Source: an optimization exercise on an open RTL-to-GDS flow (aim: small area, a short achievable clock period and few clock cycles per item). Production flows keep margins and buffers that such runs may drop.
In this exercise RTL edits were held to simulation tests only and were not proved equivalent to the original.

==> willow <==
## fp8_dot_exact
module fp8_dot_exact #(
    parameter LANES = 8
) (
    input  wire                 clk,
    input  wire                 rst,
    input  wire                 in_valid,
    output wire                 in_ready,
    input  wire                 in_last,
    input  wire                 a_e5,
    input  wire                 b_e5,
    input  wire [8*LANES-1:0]   a,
    input  wire [8*LANES-1:0]   b,
    input  wire [2:0]           out_fmt,
    input  wire [1:0]           rnd_mode,
    input  wire                 sat,
    input  wire [31:0]          rword,
    output wire                 out_valid,
    output wire [31:0]          out_data
);
    assign in_ready = 1'b1;
    wire [4*LANES-1:0] d_ma, d_mb;
    wire [5*LANES-1:0] d_sha, d_shb;
    wire [LANES-1:0]   d_neg, d_nan, d_inf;
    genvar g;
    generate
        for (g = 0; g < LANES; g = g + 1) begin : ldec
            fp8_lane_dec dec (
                .a(a[8*g +: 8]), .a_e5(a_e5), .b(b[8*g +: 8]), .b_e5(b_e5),
                .kill(~in_valid),
                .ma(d_ma[4*g +: 4]), .mb(d_mb[4*g +: 4]),
                .sha(d_sha[5*g +: 5]), .shb(d_shb[5*g +: 5]),
                .neg(d_neg[g]), .nan(d_nan[g]), .inf(d_inf[g])
            );
        end
    endgenerate
    reg                r0_v, r0_last;
    reg [4*LANES-1:0]  r0_ma, r0_mb;
    reg [5*LANES-1:0]  r0_sha, r0_shb;
    reg [LANES-1:0]    r0_neg, r0_inf, r0_nan;
    reg [2:0]          r0_fmt;
    reg [1:0]          r0_mode;
    reg                r0_sat;
    reg [31:0]         r0_rword;
    always @(posedge clk) begin
        r0_v     <= in_valid & ~rst;
        r0_last  <= in_last;
        r0_ma    <= d_ma;
        r0_mb    <= d_mb;
        r0_sha   <= d_sha;
        r0_shb   <= d_shb;
  ...
export LEC_CHECK = 0
export CAP_MARGIN = 20
export CORE_MARGIN = 2
export CORE_UTILIZATION = 65
export PLACE_DENSITY = 0.75
export SLEW_MARGIN = 20
create_clock -name core_clock -period 25.0 [get_ports {clk}]
run.sh (not shown) runs the stock make flow with config.mk's settings and CLKGATE_MAP_FILE= SYNTH_SCRIPT=/design/flow/synth_recipe.tcl, a recipe that flattens the netlist after the stock synthesis.
==> delta: changes against willow <==
--- a/flow/design.v
+++ b/flow/design.v
@@ -135,62 +135,91 @@
         end
         for (i = 0; i < 2; i = i + 1) begin : l6
             assign v6[i] = v5[2*i+1] | v5[2*i];
             assign p6[6*i +: 6] = v5[2*i+1] ? {1'b1, p5[5*(2*i+1) +: 5]} : {1'b0, p5[5*(2*i) +: 5]};
         end
     endgenerate
     wire [6:0] L  = v6[1] ? {1'b1, p6[11:6]} : {1'b0, p6[5:0]};
     wire       gz = ~(v6[1] | v6[0]);
-    reg [6:0] tz;
-    integer q;
-    always @* begin
-        tz = 7'd0;
-        for (q = 87; q >= 0; q = q - 1)
-            if (acc[q]) tz = q;
-    end
+    wire [127:0] tp = {40'd0, acc[87:0]};
+    wire [63:0]  u1;  wire [63:0]  q1;
+    wire [31:0]  u2;  wire [63:0]  q2;
+    wire [15:0]  u3;  wire [47:0]  q3;
+    wire [7:0]   u4;  wire [31:0]  q4;
+    wire [3:0]   u5;  wire [19:0]  q5;
+    wire [1:0]   u6;  wire [11:0]  q6;
+    generate
+        for (i = 0; i < 64; i = i + 1) begin : t1
+            assign u1[i] = tp[2*i+1] | tp[2*i];
+            assign q1[i] = ~tp[2*i];
+        end
+        for (i = 0; i < 32; i = i + 1) begin : t2
+            assign u2[i] = u1[2*i+1] | u1[2*i];
+            assign q2[2*i +: 2] = u1[2*i] ? {1'b0, q1[2*i]} : {1'b1, q1[2*i+1]};
+        end
+        for (i = 0; i < 16; i = i + 1) begin : t3
+            assign u3[i] = u2[2*i+1] | u2[2*i];
+            assign q3[3*i +: 3] = u2[2*i] ? {1'b0, q2[2*(2*i) +: 2]} : {1'b1, q2[2*(2*i+1) +: 2]};
+        end
+        for (i = 0; i < 8; i = i + 1) begin : t4
+            assign u4[i] = u3[2*i+1] | u3[2*i];
+            assign q4[4*i +: 4] = u3[2*i] ? {1'b0, q3[3*(2*i) +: 3]} : {1'b1, q3[3*(2*i+1) +: 3]};
+        end
+        for (i = 0; i < 4; i = i + 1) begin : t5
+            assign u5[i] = u4[2*i+1] | u4[2*i];
+            assign q5[5*i +: 5] = u4[2*i] ? {1'b0, q4[4*(2*i) +: 4]} : {1'b1, q4[4*(2*i+1) +: 4]};
+        end
+        for (i = 0; i < 2; i = i + 1) begin : t6
+            assign u6[i] = u5[2*i+1] | u5[2*i];
+            assign q6[6*i +: 6] = u5[2*i] ? {1'b0, q5[5*(2*i) +: 5]} : {1'b1, q5[5*(2*i+1) +: 5]};
+        end
+    endgenerate
+    wire [6:0] tz = u6[0] ? {1'b0, q6[5:0]} : {1'b1, q6[11:6]};
     reg [6:0] EM;
     reg [4:0] SA;
-    reg [7:0] EB;
     always @* begin
         case (fmt)
-            3'd1:    begin EM = 7'd0;  SA = 5'd16; EB = 8'd94;  end
-            3'd2:    begin EM = 7'd18; SA = 5'd13; EB = -8'd18; end
-            3'd3:    begin EM = 7'd26; SA = 5'd20; EB = -8'd26; end
-            3'd4:    begin EM = 7'd18; SA = 5'd21; EB = -8'd18; end
-            default: begin EM = 7'd0;  SA = 5'd0;  EB = 8'd94;  end
+            3'd1:    begin EM = 7'd0;  SA = 5'd16; end
+            3'd2:    begin EM = 7'd18; SA = 5'd13; end
+            3'd3:    begin EM = 7'd26; SA = 5'd20; end
+            3'd4:    begin EM = 7'd18; SA = 5'd21; end
+            default: begin EM = 7'd0;  SA = 5'd0;  end
         endcase
     end
     wire       lbig = L > EM;
     wire [6:0] sa   = lbig ? (L + {2'd0, SA}) : (EM + {2'd0, SA});
-    wire [7:0] eb   = lbig ? ({1'b0, L} + EB) : ({1'b0, EM} + EB);    
     wire [7:0] tzp    = {1'b0, tz} + 8'd55 - {3'd0, SA};
     wire       sticky = (tzp < {1'b0, L}) | (tzp < {1'b0, EM});
+    wire [7:0] tzq    = {1'b0, tz} + 8'd24 - {3'd0, SA};
+    wire       ge_cm1 = (tzq >= {1'b0, L}) & (tzq >= {1'b0, EM});
+    wire       ge_c   = (tzq > {1'b0, L}) & (tzq > {1'b0, EM});
     reg        a_v, a_s, a_zero, a_nan, a_inf, a_ineg, a_ovinf, a_sticky;
+    reg        a_gecm1, a_gec;
     reg        a_rne, a_sr;
     reg [87:0] a_g;
     reg [6:0]  a_sa, a_san;
-    reg [7:0]  a_eb;
     reg [31:0] a_rword;
     reg [2:0]  a_fmt;
     always @(posedge clk) begin
         a_v      <= in_v & ~rst;
         a_s      <= s;
         a_zero   <= ~s & gz;
         a_nan    <= f_nan | (f_pinf & f_ninf);
         a_inf    <= f_pinf | f_ninf;
         a_ineg   <= f_ninf;
         a_ovinf  <= ~sat & (mode != 2'd1);
         a_sticky <= sticky;
+        a_gecm1  <= ge_cm1;
+        a_gec    <= ge_c;
         a_rne    <= (mode == 2'd0);
         a_sr     <= (mode == 2'd2);
         a_g      <= G;
         a_sa     <= sa;
         a_san    <= ~sa;
-        a_eb     <= eb;
         a_rword  <= rword;
         a_fmt    <= fmt;
     end
     wire [142:0] X  = {a_g, {55{a_s}}};
     wire [120:0] x6 = {a_san[6] ? X[120:60] : {42'd0, X[142:124]},
                        a_sa[6]  ? X[123:64] : X[59:0]};
     wire [88:0]  x5 = {a_san[5] ? x6[88:44] : x6[120:76],
                        a_sa[5]  ? x6[75:32] : x6[43:0]};
@@ -202,46 +231,56 @@
                        a_sa[2]  ? x3[33:4]  : x3[29:0]};
     wire [58:0]  x1 = {a_san[1] ? x2[58:29] : x2[60:31],
                        a_sa[1]  ? x2[30:2]  : x2[28:0]};
     wire [56:0]  W  = {a_san[0] ? x1[56:28] : x1[57:29],
                        a_sa[0]  ? x1[28:1]  : x1[27:0]};
     wire [24:0]  m_raw = W[56:32];
     wire [31:0]  cut   = W[31:0];
     wire cin    = a_s & ~a_sticky;
-    wire lo_any = |cut[30:0];
-    wire lo_all = &cut[30:0];
-    wire co     = cin & cut[31] & lo_all;
-    wire half   = (cut[31] & ~lo_any & ~cin) | (~cut[31] & lo_all & cin);
-    wire up_rne = (cut[31] & (lo_any | cin)) | ((a_sticky | m_raw[0]) & half);
+    wire co     = a_s & a_gec;
+    wire rbit   = W[31] ^ (a_s & a_gecm1);
+    wire lbit   = W[32] ^ co;
+    wire up_rne = co | (rbit & (~a_gecm1 | lbit));
     wire up_sr;
     bk_add #(.N(32)) rnd (.a(cut), .b(a_rword), .cin(cin), .y(), .cout(up_sr));
     wire inc_hi = a_rne ? up_rne : a_sr ? up_sr : co;
     wire [4:0]  ct     = a_sa[4:0] - 5'd24;                 
     wire [31:0] cmask  = ~(32'hFFFF_FFFE << ct);           
     wire        inc_lo;
     bk_add #(.N(32)) sradd (.a(a_g[31:0] | ~cmask), .b(a_rword & cmask), .cin(a_s),
                             .y(), .cout(inc_lo));
     wire        use_lo = a_sr & (a_sa >= 7'd24) & (a_sa <= 7'd55);
     wire        inc    = use_lo ? inc_lo : inc_hi;
+    reg [7:0] EBS;
+    always @* begin
+        case (a_fmt)
+            3'd1:    EBS = 8'd94 - 8'd16;
+            3'd2:    EBS = -8'd18 - 8'd13;
+            3'd3:    EBS = -8'd26 - 8'd20;
+            3'd4:    EBS = -8'd18 - 8'd21;
+            default: EBS = 8'd94;
+        endcase
+    end
+    wire [7:0] eb = {1'b0, a_sa} + EBS;
     reg        b_v, b_s, b_zero, b_nan, b_inf, b_ineg, b_ovinf, b_inc;
     reg [24:0] b_m;
     reg [7:0]  b_eb;
     reg [2:0]  b_fmt;
     always @(posedge clk) begin
         b_v     <= a_v & ~rst;
         b_s     <= a_s;
         b_zero  <= a_zero;
         b_nan   <= a_nan;
         b_inf   <= a_inf;
         b_ineg  <= a_ineg;
         b_ovinf <= a_ovinf;
         b_inc   <= inc;
         b_m     <= m_raw;
-        b_eb    <= a_eb;
+        b_eb    <= eb;
         b_fmt   <= a_fmt;
     end
     wire [24:0] mm = b_m + {24'd0, b_inc};
     reg  [1:0]  hh;
     always @* begin
         case (b_fmt)
             3'd1:    hh = mm[8:7];
             3'd2:    hh = mm[11:10];
@@ -377,28 +416,34 @@
     wire [67:0] x1 = {3'd0, rows[ 65 +: 65]};
     wire [67:0] x2 = {3'd0, rows[130 +: 65]};
     wire [67:0] x3 = {3'd0, rows[195 +: 65]};
     wire [67:0] x4 = {3'd0, rows[260 +: 65]};
     wire [67:0] x5 = {3'd0, rows[325 +: 65]};
     wire [67:0] x6 = {3'd0, rows[390 +: 65]};
     wire [67:0] x7 = {3'd0, rows[455 +: 65]};
     wire [67:0] x8 = {64'd0, nneg};
-    wire [67:0] s0 = x0 ^ x1 ^ x2;
-    wire [67:0] c0 = {((x0 & x1) | (x0 & x2) | (x1 & x2)), 1'b0};
-    wire [67:0] s1 = x3 ^ x4 ^ x5;
-    wire [67:0] c1 = {((x3 & x4) | (x3 & x5) | (x4 & x5)), 1'b0};
-    wire [67:0] s2 = x6 ^ x7 ^ x8;
-    wire [67:0] c2 = {((x6 & x7) | (x6 & x8) | (x7 & x8)), 1'b0};
-    wire [67:0] s3 = s0 ^ c0 ^ s1;
-    wire [67:0] c3 = {((s0 & c0) | (s0 & s1) | (c0 & s1)), 1'b0};
-    wire [67:0] s4 = c1 ^ s2 ^ c2;
-    wire [67:0] c4 = {((c1 & s2) | (c1 & c2) | (s2 & c2)), 1'b0};
-    wire [67:0] s5 = s3 ^ c3 ^ s4;
-    wire [67:0] c5 = {((s3 & c3) | (s3 & s4) | (c3 & s4)), 1'b0};
+    wire [67:0] s0, c0_r;
+    csa #(.W(68)) u_s0 (.a(x0), .b(x1), .c(x2), .s(s0), .co(c0_r));
+    wire [67:0] c0 = {c0_r[66:0], 1'b0};
+    wire [67:0] s1, c1_r;
+    csa #(.W(68)) u_s1 (.a(x3), .b(x4), .c(x5), .s(s1), .co(c1_r));
+    wire [67:0] c1 = {c1_r[66:0], 1'b0};
+    wire [67:0] s2, c2_r;
+    csa #(.W(68)) u_s2 (.a(x6), .b(x7), .c(x8), .s(s2), .co(c2_r));
+    wire [67:0] c2 = {c2_r[66:0], 1'b0};
+    wire [67:0] s3, c3_r;
+    csa #(.W(68)) u_s3 (.a(s0), .b(c0), .c(s1), .s(s3), .co(c3_r));
+    wire [67:0] c3 = {c3_r[66:0], 1'b0};
+    wire [67:0] s4, c4_r;
+    csa #(.W(68)) u_s4 (.a(c1), .b(s2), .c(c2), .s(s4), .co(c4_r));
+    wire [67:0] c4 = {c4_r[66:0], 1'b0};
+    wire [67:0] s5, c5_r;
+    csa #(.W(68)) u_s5 (.a(s3), .b(c3), .c(s4), .s(s5), .co(c5_r));
+    wire [67:0] c5 = {c5_r[66:0], 1'b0};
     reg        r1_v, r1_last;
     reg [67:0] r1_s, r1_c, r1_d;
     reg        r1_nan, r1_pinf, r1_ninf;
     reg [2:0]  r1_fmt;
     reg [1:0]  r1_mode;
     reg        r1_sat;
     reg [31:0] r1_rword;
     always @(posedge clk) begin
@@ -417,20 +462,22 @@
     end
     reg        fresh;
     reg [88:0] acc;
     reg        f_nan, f_pinf, f_ninf;
     wire [88:0] acc_in = fresh ? 89'd0 : acc;
     wire [88:0] ys = {21'd0, r1_s};
     wire [88:0] yc = {21'd0, r1_c};
     wire [88:0] yd = {21'd0, r1_d};
-    wire [88:0] t1s = acc_in ^ ys ^ yc;
-    wire [88:0] t1c = {((acc_in & ys) | (acc_in & yc) | (ys & yc)), 1'b0};
-    wire [88:0] t2s = t1s ^ t1c ^ yd;
-    wire [88:0] t2c = {((t1s & t1c) | (t1s & yd) | (t1c & yd)), 1'b0};
+    wire [88:0] t1s, t1c_r;
+    csa #(.W(89)) u_t1s (.a(acc_in), .b(ys), .c(yc), .s(t1s), .co(t1c_r));
+    wire [88:0] t1c = {t1c_r[87:0], 1'b0};
+    wire [88:0] t2s, t2c_r;
+    csa #(.W(89)) u_t2s (.a(t1s), .b(t1c), .c(yd), .s(t2s), .co(t2c_r));
+    wire [88:0] t2c = {t2c_r[87:0], 1'b0};
     wire [21:0] k3s = ~(t2s[88:67] ^ t2c[88:67]);
     wire [21:0] k3c = t2s[88:67] | t2c[88:67];
     wire [88:0] t3s = {k3s, t2s[66:0]};
     wire [88:0] t3c = {k3c[20:0], 1'b0, t2c[66:0]};
     wire [88:0] acc_next;
     bk_add #(.N(89)) add (.a(t3s), .b(t3c), .cin(1'b0), .y(acc_next), .cout());
     reg        fin_v;
     reg [2:0]  fin_fmt;
@@ -485,8 +532,24 @@
             for (i = 3*d - 1; i < N; i = i + 2*d) begin
                 G[i] = G[i] | (P[i] & G[i-d]);
                 P[i] = P[i] & P[i-d];
             end
     end
     assign y    = p ^ {G[N-2:0], cin};
     assign cout = G[N-1];
 endmodule
+module csa #(
+    parameter W = 68
+) (
+    input  wire [W-1:0] a,
+    input  wire [W-1:0] b,
+    input  wire [W-1:0] c,
+    output wire [W-1:0] s,
+    output wire [W-1:0] co
+);
+    genvar i;
+    generate
+        for (i = 0; i < W; i = i + 1) begin : fa
+            assign {co[i], s[i]} = {1'b0, a[i]} + {1'b0, b[i]} + {1'b0, c[i]};
+        end
+    endgenerate
+endmodule
Settings changed: CORE_UTILIZATION 65 to 60, CTS_CLUSTER_DIAMETER from default to 110, CTS_CLUSTER_SIZE from default to 28, PLACE_DENSITY 0.75 to default.
==> indigo: changes against willow <==
--- a/flow/design.v
+++ b/flow/design.v
@@ -35,18 +35,19 @@
     output wire       inf
 );
     wire       za, zb, ia, ib, na, nb;
     fp8_decode dec_a (.x(a), .e5(a_e5), .kill(kill), .mant(ma), .sh(sha),
                       .is_zero(za), .is_inf(ia), .is_nan(na));
     fp8_decode dec_b (.x(b), .e5(b_e5), .kill(kill), .mant(mb), .sh(shb),
                       .is_zero(zb), .is_inf(ib), .is_nan(nb));
     assign neg  = a[7] ^ b[7];
-    assign nan  = (na | nb | (ia & zb) | (ib & za)) & ~kill;
-    assign inf  = (ia | ib) & ~kill;
+    wire   nn   = na | nb | (ia & zb) | (ib & za);
+    assign nan  = nn & ~kill;
+    assign inf  = ~nn & (ia | ib) & ~kill;
 endmodule
 module fp8_mul_lane (
     input  wire [3:0]  ma,
     input  wire [3:0]  mb,
     input  wire [4:0]  sha,
     input  wire [4:0]  shb,
     input  wire        neg,
     output wire [64:0] row
@@ -157,58 +158,49 @@
             3'd3:    begin EM = 7'd26; SA = 5'd20; EB = -8'd26; end
             3'd4:    begin EM = 7'd18; SA = 5'd21; EB = -8'd18; end
             default: begin EM = 7'd0;  SA = 5'd0;  EB = 8'd94;  end
         endcase
     end
     wire       lbig = L > EM;
     wire [6:0] sa   = lbig ? (L + {2'd0, SA}) : (EM + {2'd0, SA});
     wire [7:0] eb   = lbig ? ({1'b0, L} + EB) : ({1'b0, EM} + EB);    
-    wire [7:0] tzp    = {1'b0, tz} + 8'd55 - {3'd0, SA};
-    wire       sticky = (tzp < {1'b0, L}) | (tzp < {1'b0, EM});
+    wire sticky = ({1'b0, tz} + 8'd55) < {1'b0, sa};
     reg        a_v, a_s, a_zero, a_nan, a_inf, a_ineg, a_ovinf, a_sticky;
     reg        a_rne, a_sr;
     reg [87:0] a_g;
-    reg [6:0]  a_sa, a_san;
+    reg [6:0]  a_sa;
     reg [7:0]  a_eb;
     reg [31:0] a_rword;
     reg [2:0]  a_fmt;
     always @(posedge clk) begin
         a_v      <= in_v & ~rst;
         a_s      <= s;
         a_zero   <= ~s & gz;
         a_nan    <= f_nan | (f_pinf & f_ninf);
         a_inf    <= f_pinf | f_ninf;
         a_ineg   <= f_ninf;
         a_ovinf  <= ~sat & (mode != 2'd1);
         a_sticky <= sticky;
         a_rne    <= (mode == 2'd0);
         a_sr     <= (mode == 2'd2);
         a_g      <= G;
         a_sa     <= sa;
-        a_san    <= ~sa;
         a_eb     <= eb;
         a_rword  <= rword;
         a_fmt    <= fmt;
     end
     wire [142:0] X  = {a_g, {55{a_s}}};
-    wire [120:0] x6 = {a_san[6] ? X[120:60] : {42'd0, X[142:124]},
-                       a_sa[6]  ? X[123:64] : X[59:0]};
-    wire [88:0]  x5 = {a_san[5] ? x6[88:44] : x6[120:76],
-                       a_sa[5]  ? x6[75:32] : x6[43:0]};
-    wire [72:0]  x4 = {a_san[4] ? x5[72:36] : x5[88:52],
-                       a_sa[4]  ? x5[51:16] : x5[35:0]};
-    wire [64:0]  x3 = {a_san[3] ? x4[64:32] : x4[72:40],
-                       a_sa[3]  ? x4[39:8]  : x4[31:0]};
-    wire [60:0]  x2 = {a_san[2] ? x3[60:30] : x3[64:34],
-                       a_sa[2]  ? x3[33:4]  : x3[29:0]};
-    wire [58:0]  x1 = {a_san[1] ? x2[58:29] : x2[60:31],
-                       a_sa[1]  ? x2[30:2]  : x2[28:0]};
-    wire [56:0]  W  = {a_san[0] ? x1[56:28] : x1[57:29],
-                       a_sa[0]  ? x1[28:1]  : x1[27:0]};
+    wire [120:0] x6 = a_sa[6] ? {42'd0, X[142:64]} : X[120:0];
+    wire [88:0]  x5 = a_sa[5] ? x6[120:32] : x6[88:0];
+    wire [72:0]  x4 = a_sa[4] ? x5[88:16] : x5[72:0];
+    wire [64:0]  x3 = a_sa[3] ? x4[72:8] : x4[64:0];
+    wire [60:0]  x2 = a_sa[2] ? x3[64:4] : x3[60:0];
+    wire [58:0]  x1 = a_sa[1] ? x2[60:2] : x2[58:0];
+    wire [56:0]  W  = a_sa[0] ? x1[57:1] : x1[56:0];
     wire [24:0]  m_raw = W[56:32];
     wire [31:0]  cut   = W[31:0];
     wire cin    = a_s & ~a_sticky;
     wire lo_any = |cut[30:0];
     wire lo_all = &cut[30:0];
     wire co     = cin & cut[31] & lo_all;
     wire half   = (cut[31] & ~lo_any & ~cin) | (~cut[31] & lo_all & cin);
     wire up_rne = (cut[31] & (lo_any | cin)) | ((a_sticky | m_raw[0]) & half);
@@ -330,31 +322,32 @@
                 .sha(d_sha[5*g +: 5]), .shb(d_shb[5*g +: 5]),
                 .neg(d_neg[g]), .nan(d_nan[g]), .inf(d_inf[g])
             );
         end
     endgenerate
     reg                r0_v, r0_last;
     reg [4*LANES-1:0]  r0_ma, r0_mb;
     reg [5*LANES-1:0]  r0_sha, r0_shb;
-    reg [LANES-1:0]    r0_neg, r0_inf, r0_nan;
+    reg [LANES-1:0]    r0_neg, r0_inf;
+    reg                r0_nan;
     reg [2:0]          r0_fmt;
     reg [1:0]          r0_mode;
     reg                r0_sat;
     reg [31:0]         r0_rword;
     always @(posedge clk) begin
         r0_v     <= in_valid & ~rst;
         r0_last  <= in_last;
         r0_ma    <= d_ma;
         r0_mb    <= d_mb;
         r0_sha   <= d_sha;
         r0_shb   <= d_shb;
         r0_neg   <= d_neg;
         r0_inf   <= d_inf;
-        r0_nan   <= d_nan;
+        r0_nan   <= |d_nan;
         r0_fmt   <= out_fmt;
         r0_mode  <= rnd_mode;
         r0_sat   <= sat;
         r0_rword <= rword;
     end
     wire [65*LANES-1:0] rows;
     wire [LANES-1:0]    l_neg = r0_neg;
     generate
@@ -402,19 +395,19 @@
     reg        r1_sat;
     reg [31:0] r1_rword;
     always @(posedge clk) begin
         r1_v     <= r0_v & ~rst;
         r1_last  <= r0_last;
         r1_s     <= s5;
         r1_c     <= c5;
         r1_d     <= c4;
-        r1_nan   <= |r0_nan;
-        r1_pinf  <= |(r0_inf & ~r0_nan & ~r0_neg);
-        r1_ninf  <= |(r0_inf & ~r0_nan & r0_neg);
+        r1_nan   <= r0_nan;
+        r1_pinf  <= |(r0_inf & ~r0_neg);
+        r1_ninf  <= |(r0_inf & r0_neg);
         r1_fmt   <= r0_fmt;
         r1_mode  <= r0_mode;
         r1_sat   <= r0_sat;
         r1_rword <= r0_rword;
     end
     reg        fresh;
     reg [88:0] acc;
     reg        f_nan, f_pinf, f_ninf;
==> quartz: changes against willow <==
Settings changed: CORE_UTILIZATION 65 to 40, PLACE_DENSITY 0.75 to default, SLEW_MARGIN 20 to 45.
==> run notes <==
| item | quartz | indigo | delta | willow |
|---|---|---|---|---|
| Result of the run | timing/DRC/antenna clean | timing/DRC/antenna clean | timing/DRC/antenna clean | timing/DRC/antenna clean |
| Largest net degree at the start of global routing | 92 | 71 | 68 | 92 |
| TritonCTS Buffers | 90 | 83 | 38 | 84 |
| Number of vias after detailed routing | 53200 | 55900 | 52600 | 56300 |
| Crit path max fanout | 1 | 58 | 8 | 1 |
| Total number of tap cells | 2072 | 1276 | 1380 | 1276 |
| Endpoint of the worst register-to-register path | r1_s[42] | conv.b_inc | r1_s[25] | acc[87] |
| Wirelength, routed | 229 mm | 238 mm | 220 mm | 236 mm |
| FILL cells | 15300 | 6825 | 8493 | 7316 |
| Met2 GRT Util | 42.5% | 72.9% | 64.5% | 70.0% |
| Number of rows created at floorplan | 146 | 114 | 118 | 114 |
| Die Wd | 402 um | 315 um | 328 um | 316 um |
| Cell depth of the worst flop-to-flop path | 18 | 13 | 18 | 21 |
| Adder-Cell Fraction of Synth Area | 24.9% | 24.8% | 26.2% | 24.9% |
| Achievable clock frequency | 152 MHz | 138 MHz | 151 MHz | 152 MHz |
| Area occupied by multi-input gates | 44500 um^2 | 43700 um^2 | 43500 um^2 | 43900 um^2 |
| GRT Resource Usage Total | 27.8% | 47.6% | 40.4% | 46.4% |
| Simple-Gate Fraction of Synth Area | 13.8% | 13.9% | 13.5% | 13.8% |
| End point of the critical path | out_data[5] | conv.b_inc | r1_s[25] | out_data[4] |
| Worst R2R Start | r0_ma[17] | conv.a_sa[6] | r0_mb[4] | fresh |
Testbench counts of willow, summed over its fixed seeds: cycles 36,788, beats 36,740.
Testbench counts of delta, summed over its fixed seeds: cycles 36,788, beats 36,740.
Testbench counts of indigo, summed over its fixed seeds: cycles 36,788, beats 36,740.
Testbench counts of quartz, summed over its fixed seeds: cycles 36,788, beats 36,740.

## what the ideal ports hide
No port has a modelled driver above. Below, the same layouts with a new extraction and two added sets of constraints. Step 1 (the two cells are an assumption about what drives the block):
set clk [get_ports {clk}]
set_driving_cell -lib_cell sky130_fd_sc_hd__clkbuf_16 $clk
set_driving_cell -lib_cell sky130_fd_sc_hd__buf_2 [delete_from_list [all_inputs] $clk]
Step 2 times the ports against the registers' clock, not the clock port: input delays grow and output delays shrink by t, the midpoint of the rising clock arrivals with the driver on. Three values: ideal, step 1, step 2; two values: the first two.
| run | t, ns | setup WS [ns] | hold WS [ns] | cell pins on the clock port's net |
|---|---|---|---|---|
| willow | 0.784 | 18.428 / 18.351 / 18.040 | 0.319 / 0.319 / 0.319 | 1 |
| delta | 0.742 | 18.392 / 18.392 / 18.111 | 0.331 / 0.331 / 0.331 | 1 |
| indigo | 0.776 | 17.728 / 17.728 / 17.319 | 0.298 / 0.298 / 0.298 | 1 |
| quartz | 0.792 | 18.402 / 18.326 / 18.082 | 0.324 / 0.324 / 0.324 | 1 |
After both steps setup and hold are still met in every run listed. For indigo, which loses most, drivers alone change the setup slack by 0.000 ns; drivers and shift together by -0.409 ns.
